What follows belongs to an exercise in optimizing a design on an open flow for small area, a short achievable clock period and few clock cycles; a production flow would make more cautious choices.

==> flow/design.v <==
module light_dec (
    input  wire [23:0] stored,
    output reg  [17:0] data,
    output reg  [2:0]  status
);
    localparam [2:0] ST_OK     = 3'd0;   
    localparam [2:0] ST_CHECK  = 3'd1;   
    localparam [2:0] ST_DATA   = 3'd2;   
    localparam [2:0] ST_POISON = 3'd3;   
    localparam [2:0] ST_UNCORR = 3'd4;   
    localparam [17:0] M0 = 18'h003FF;
    localparam [17:0] M1 = 18'h0FC0F;
    localparam [17:0] M2 = 18'h31C71;
    localparam [17:0] M3 = 18'h36592;
    localparam [17:0] M4 = 18'h1AAA4;
    localparam [17:0] M5 = 18'h2D348;
    wire [17:0] d = stored[17:0];
    wire [5:0]  recomputed = {^(d & M5), ^(d & M4), ^(d & M3),
                              ^(d & M2), ^(d & M1), ^(d & M0)};
    wire [5:0]  syn = stored[23:18] ^ recomputed;
    function [5:0] column(input integer bit_i);
        column = {M5[bit_i], M4[bit_i], M3[bit_i], M2[bit_i], M1[bit_i], M0[bit_i]};
    endfunction
    integer i;
    reg     hit;
    always @(*) begin
        data   = d;
        status = ST_UNCORR;
        hit    = 1'b0;
        if (syn == 6'd0) begin
            status = ST_OK;
        end else if (syn == 6'b000011) begin
            status = ST_POISON;
        end else if (syn == 6'b000001 || syn == 6'b000010 || syn == 6'b000100 ||
                     syn == 6'b001000 || syn == 6'b010000 || syn == 6'b100000) begin
            status = ST_CHECK;
        end else begin
            for (i = 0; i < 18; i = i + 1) begin
                if (syn == column(i)) begin
                    data[i] = ~d[i];
                    hit     = 1'b1;
                end
            end
            if (hit)
                status = ST_DATA;
        end
    end
endmodule
module page_codec (
    input  wire         clk,
    input  wire         rst,         
    input  wire         in_valid,
    output wire         in_ready,
    input  wire [23:0]  in_word,
    output reg          w_valid,
    output reg  [17:0]  w_data,
    output reg  [2:0]   w_status,
    output reg          pg_done,
    output wire [287:0] pg_check,    
    output wire [287:0] pg_syn,      
    output reg          pg_nz,       
    output wire [7:0]   pg_uncorr    
);
    localparam NCHK = 32;
    function [8:0] gf_mul(input [8:0] a, input [8:0] b);
        integer k;
        reg [8:0] acc, sh;
        begin
            acc = 9'd0;
            sh  = a;
            for (k = 0; k < 9; k = k + 1) begin
                if (b[k])
                    acc = acc ^ sh;
                sh = {sh[7:0], 1'b0} ^ (sh[8] ? 9'h011 : 9'h000);
            end
            gf_mul = acc;
        end
    endfunction
    function [8:0] gen_coef(input integer i);
        case (i)
             1: gen_coef = 9'h197;  2: gen_coef = 9'h02D;  3: gen_coef = 9'h008;  4: gen_coef = 9'h186;
             5: gen_coef = 9'h0DB;  6: gen_coef = 9'h1B0;  7: gen_coef = 9'h085;  8: gen_coef = 9'h143;
             9: gen_coef = 9'h19E; 10: gen_coef = 9'h1E8; 11: gen_coef = 9'h067; 12: gen_coef = 9'h0A8;
            13: gen_coef = 9'h03D; 14: gen_coef = 9'h1BD; 15: gen_coef = 9'h063; 16: gen_coef = 9'h193;
            17: gen_coef = 9'h0BA; 18: gen_coef = 9'h01C; 19: gen_coef = 9'h130; 20: gen_coef = 9'h1C9;
            21: gen_coef = 9'h1C6; 22: gen_coef = 9'h146; 23: gen_coef = 9'h09A; 24: gen_coef = 9'h036;
            25: gen_coef = 9'h1C4; 26: gen_coef = 9'h0DF; 27: gen_coef = 9'h179; 28: gen_coef = 9'h0A7;
            29: gen_coef = 9'h05E; 30: gen_coef = 9'h04B; 31: gen_coef = 9'h0BC; 32: gen_coef = 9'h04E;
            default: gen_coef = 9'h000;
        endcase
    endfunction
    function [8:0] alpha_pow(input integer j);
        integer k;
        reg [8:0] a;
        begin
            a = 9'h001;
            for (k = 0; k < j; k = k + 1)
                a = {a[7:0], 1'b0} ^ (a[8] ? 9'h011 : 9'h000);
            alpha_pow = a;
        end
    endfunction
    assign in_ready = 1'b1;
    reg  [23:0] in_r;
    reg         in_v;
    reg  [7:0]  in_idx;                    
    always @(posedge clk) begin
        in_r <= in_word;
        if (rst) begin
            in_v   <= 1'b0;
            in_idx <= 8'd0;
        end else begin
            in_v <= in_valid;
            if (in_v)
                in_idx <= (in_idx == 8'd239) ? 8'd0 : in_idx + 8'd1;
        end
    end
    wire [17:0] dec_data;
    wire [2:0]  dec_status;
    light_dec u_dec (.stored(in_r), .data(dec_data), .status(dec_status));
    reg first_word, last_word, data_word;   
    reg [8:0] fb_pre;                       
    always @(posedge clk) begin
        w_data     <= dec_data;
        w_status   <= dec_status;
        fb_pre     <= dec_data[17:9] ^ gf_mul(dec_data[8:0], gen_coef(1));
        first_word <= (in_idx == 8'd0);
        last_word  <= (in_idx == 8'd239);
        data_word  <= (in_idx < 8'd224);
        if (rst)
            w_valid <= 1'b0;
        else
            w_valid <= in_v;
    end
    wire       accept = w_valid;
    wire [8:0] sym_lo = w_data[8:0];       
    wire [8:0] sym_hi = w_data[17:9];      
    reg  [8:0] rem     [0:NCHK-1];
    wire [8:0] rem_nxt [0:NCHK-1];
    wire [8:0] prod_lo [1:NCHK];            
    wire [8:0] prod_hi [1:NCHK];            
    wire [8:0] rem0  = first_word ? 9'd0 : rem[0];
    reg  [8:0] rem0g;                       
    wire [8:0] rem1  = first_word ? 9'd0 : (rem[1] ^ rem0g);
    wire [8:0] fb_lo = sym_lo ^ rem0;
    wire [8:0] fb_hi = fb_pre ^ rem1;
    genvar gi;
    generate
        for (gi = 1; gi <= NCHK; gi = gi + 1) begin : g_prod
            assign prod_lo[gi] = gf_mul(fb_lo, gen_coef(gi));
            assign prod_hi[gi] = gf_mul(fb_hi, gen_coef(gi));
        end
        wire [8:0] rem0g_nxt = gf_mul(first_word ? 9'd0 : rem[2], gen_coef(1)) ^
                               gf_mul(fb_lo, gf_mul(gen_coef(2), gen_coef(1))) ^
                               gf_mul(fb_hi, gf_mul(gen_coef(1), gen_coef(1)));
        always @(posedge clk) begin
            if (accept && data_word)
                rem0g <= rem0g_nxt;
        end
        for (gi = 0; gi < NCHK; gi = gi + 1) begin : g_enc
            if (gi < NCHK - 2) begin : g_shift
                assign rem_nxt[gi] = (first_word ? 9'd0 : rem[gi + 2]) ^
                                     prod_lo[gi + 2] ^ prod_hi[gi + 1];
            end else if (gi == NCHK - 2) begin : g_last2
                assign rem_nxt[gi] = prod_lo[gi + 2] ^ prod_hi[gi + 1];
            end else begin : g_last
                assign rem_nxt[gi] = prod_hi[gi + 1];
            end
            always @(posedge clk) begin
                if (accept && data_word)
                    rem[gi] <= rem_nxt[gi];
            end
        end
        for (gi = 0; gi < NCHK / 2; gi = gi + 1) begin : g_chk_out
            assign pg_check[18*gi +: 18] = {rem[2*gi + 1], rem[2*gi]};
        end
    endgenerate
    reg  [8:0] syn [0:NCHK-1];
    wire [NCHK*9-1:0] syn_nxt_all;
    generate
        for (gi = 0; gi < NCHK; gi = gi + 1) begin : g_syn
            wire [8:0] s_mul = first_word ? 9'd0 : gf_mul(syn[gi], alpha_pow(2 * gi));
            wire [8:0] s_nxt = s_mul ^ gf_mul(sym_lo, alpha_pow(gi)) ^ sym_hi;
            assign syn_nxt_all[9*gi +: 9] = s_nxt;
            always @(posedge clk) begin
                if (accept)
                    syn[gi] <= s_nxt;
            end
            assign pg_syn[9*gi +: 9] = syn[gi];
        end
    endgenerate
    reg  [7:0] uncorr_cnt;
    wire       is_uncorr = (w_status == 3'd4);
    always @(posedge clk) begin
        if (accept) begin
            uncorr_cnt <= (first_word ? 8'd0 : uncorr_cnt) + {7'd0, is_uncorr};
            if (last_word)
                pg_nz <= |syn_nxt_all;
        end
        if (rst)
            pg_done <= 1'b0;
        else
            pg_done <= accept && last_word;
    end
    assign pg_uncorr = uncorr_cnt;
endmodule
Settings: LEC_CHECK=0, ABC_CLOCK_PERIOD_IN_PS=3000, CAP_MARGIN=20, CORE_MARGIN=2, CORE_UTILIZATION=40, PLACE_DENSITY=0.6, SLEW_MARGIN=20; clock period 10.0 ns.
standard.sh (not shown) runs the stock make flow with config.mk's settings and CLKGATE_MAP_FILE= SYNTH_SCRIPT=/design/flow/synth_recipe.tcl, a recipe that flattens the netlist after the stock synthesis.
==> flow/flow/run.sh <==
#!/bin/bash
# Standard ORFS layout, with every port buffered by a small, fast buffer
# (sky130_fd_sc_hd__buf_1) instead of the resizer's default choice.
set -euo pipefail
export BUFFER_PORTS_ARGS="-buffer_cell sky130_fd_sc_hd__buf_1"
bash standard.sh > standard_flow.log 2>&1
Change:
--- a/flow/design.v
+++ b/flow/design.v
@@ -139,8 +139,7 @@
     wire [8:0] prod_lo [1:NCHK];            
     wire [8:0] prod_hi [1:NCHK];            
     wire [8:0] rem0  = first_word ? 9'd0 : rem[0];
-    reg  [8:0] rem0g;                       
-    wire [8:0] rem1  = first_word ? 9'd0 : (rem[1] ^ rem0g);
+    wire [8:0] rem1  = first_word ? 9'd0 : (rem[1] ^ gf_mul(rem[0], gen_coef(1)));
     wire [8:0] fb_lo = sym_lo ^ rem0;
     wire [8:0] fb_hi = fb_pre ^ rem1;
     genvar gi;
@@ -148,13 +147,6 @@
         for (gi = 1; gi <= NCHK; gi = gi + 1) begin : g_prod
             assign prod_lo[gi] = gf_mul(fb_lo, gen_coef(gi));
             assign prod_hi[gi] = gf_mul(fb_hi, gen_coef(gi));
-        end
-        wire [8:0] rem0g_nxt = gf_mul(first_word ? 9'd0 : rem[2], gen_coef(1)) ^
-                               gf_mul(fb_lo, gf_mul(gen_coef(2), gen_coef(1))) ^
-                               gf_mul(fb_hi, gf_mul(gen_coef(1), gen_coef(1)));
-        always @(posedge clk) begin
-            if (accept && data_word)
-                rem0g <= rem0g_nxt;
         end
         for (gi = 0; gi < NCHK; gi = gi + 1) begin : g_enc
             if (gi < NCHK - 2) begin : g_shift
Effect:
- The new run passed the timing, DRC and antenna checks
- synthesized cell count came out lower by 0.40%
- core utilization hardly moves
- register-to-register slack degrades by 130 ps
- routed wire length came out lower by 0.56%
- via count came out lower by 1.0%
- final cell count came out lower by 0.38%
No run of this note included a check of the RTL's function; only the layout flow was run.

[re-timing with driven ports]
The flow's constraints put no driver on any port. The routed layouts listed below were extracted and timed again, unchanged, in two steps.
Step 1 (the two cells are an assumption about what drives the block):
set clk [get_ports {clk}]
set_driving_cell -lib_cell sky130_fd_sc_hd__clkbuf_16 $clk
set_driving_cell -lib_cell sky130_fd_sc_hd__buf_2 [delete_from_list [all_inputs] $clk]
Step 2 times the ports against the registers' clock, not the clock port: input delays grow and output delays shrink by t, the midpoint of the rising clock arrivals with the driver on.
Three values: no drivers, after step 1, after step 2; two values: the first two.
run | t (ns) | slack for setup (ns) | hold WS [ns] | worst setup path after step 2 | worst data-port slew with drivers (ns)
the first run | 0.752 | 4.411 / 4.411 / 4.411 | 0.513 / 0.513 / 0.513 | register to register | 0.03
the second run | 0.750 | 4.279 / 4.279 / 4.279 | 0.494 / 0.494 / 0.494 | register to register | 0.04
After both steps setup and hold are still met in every run listed.
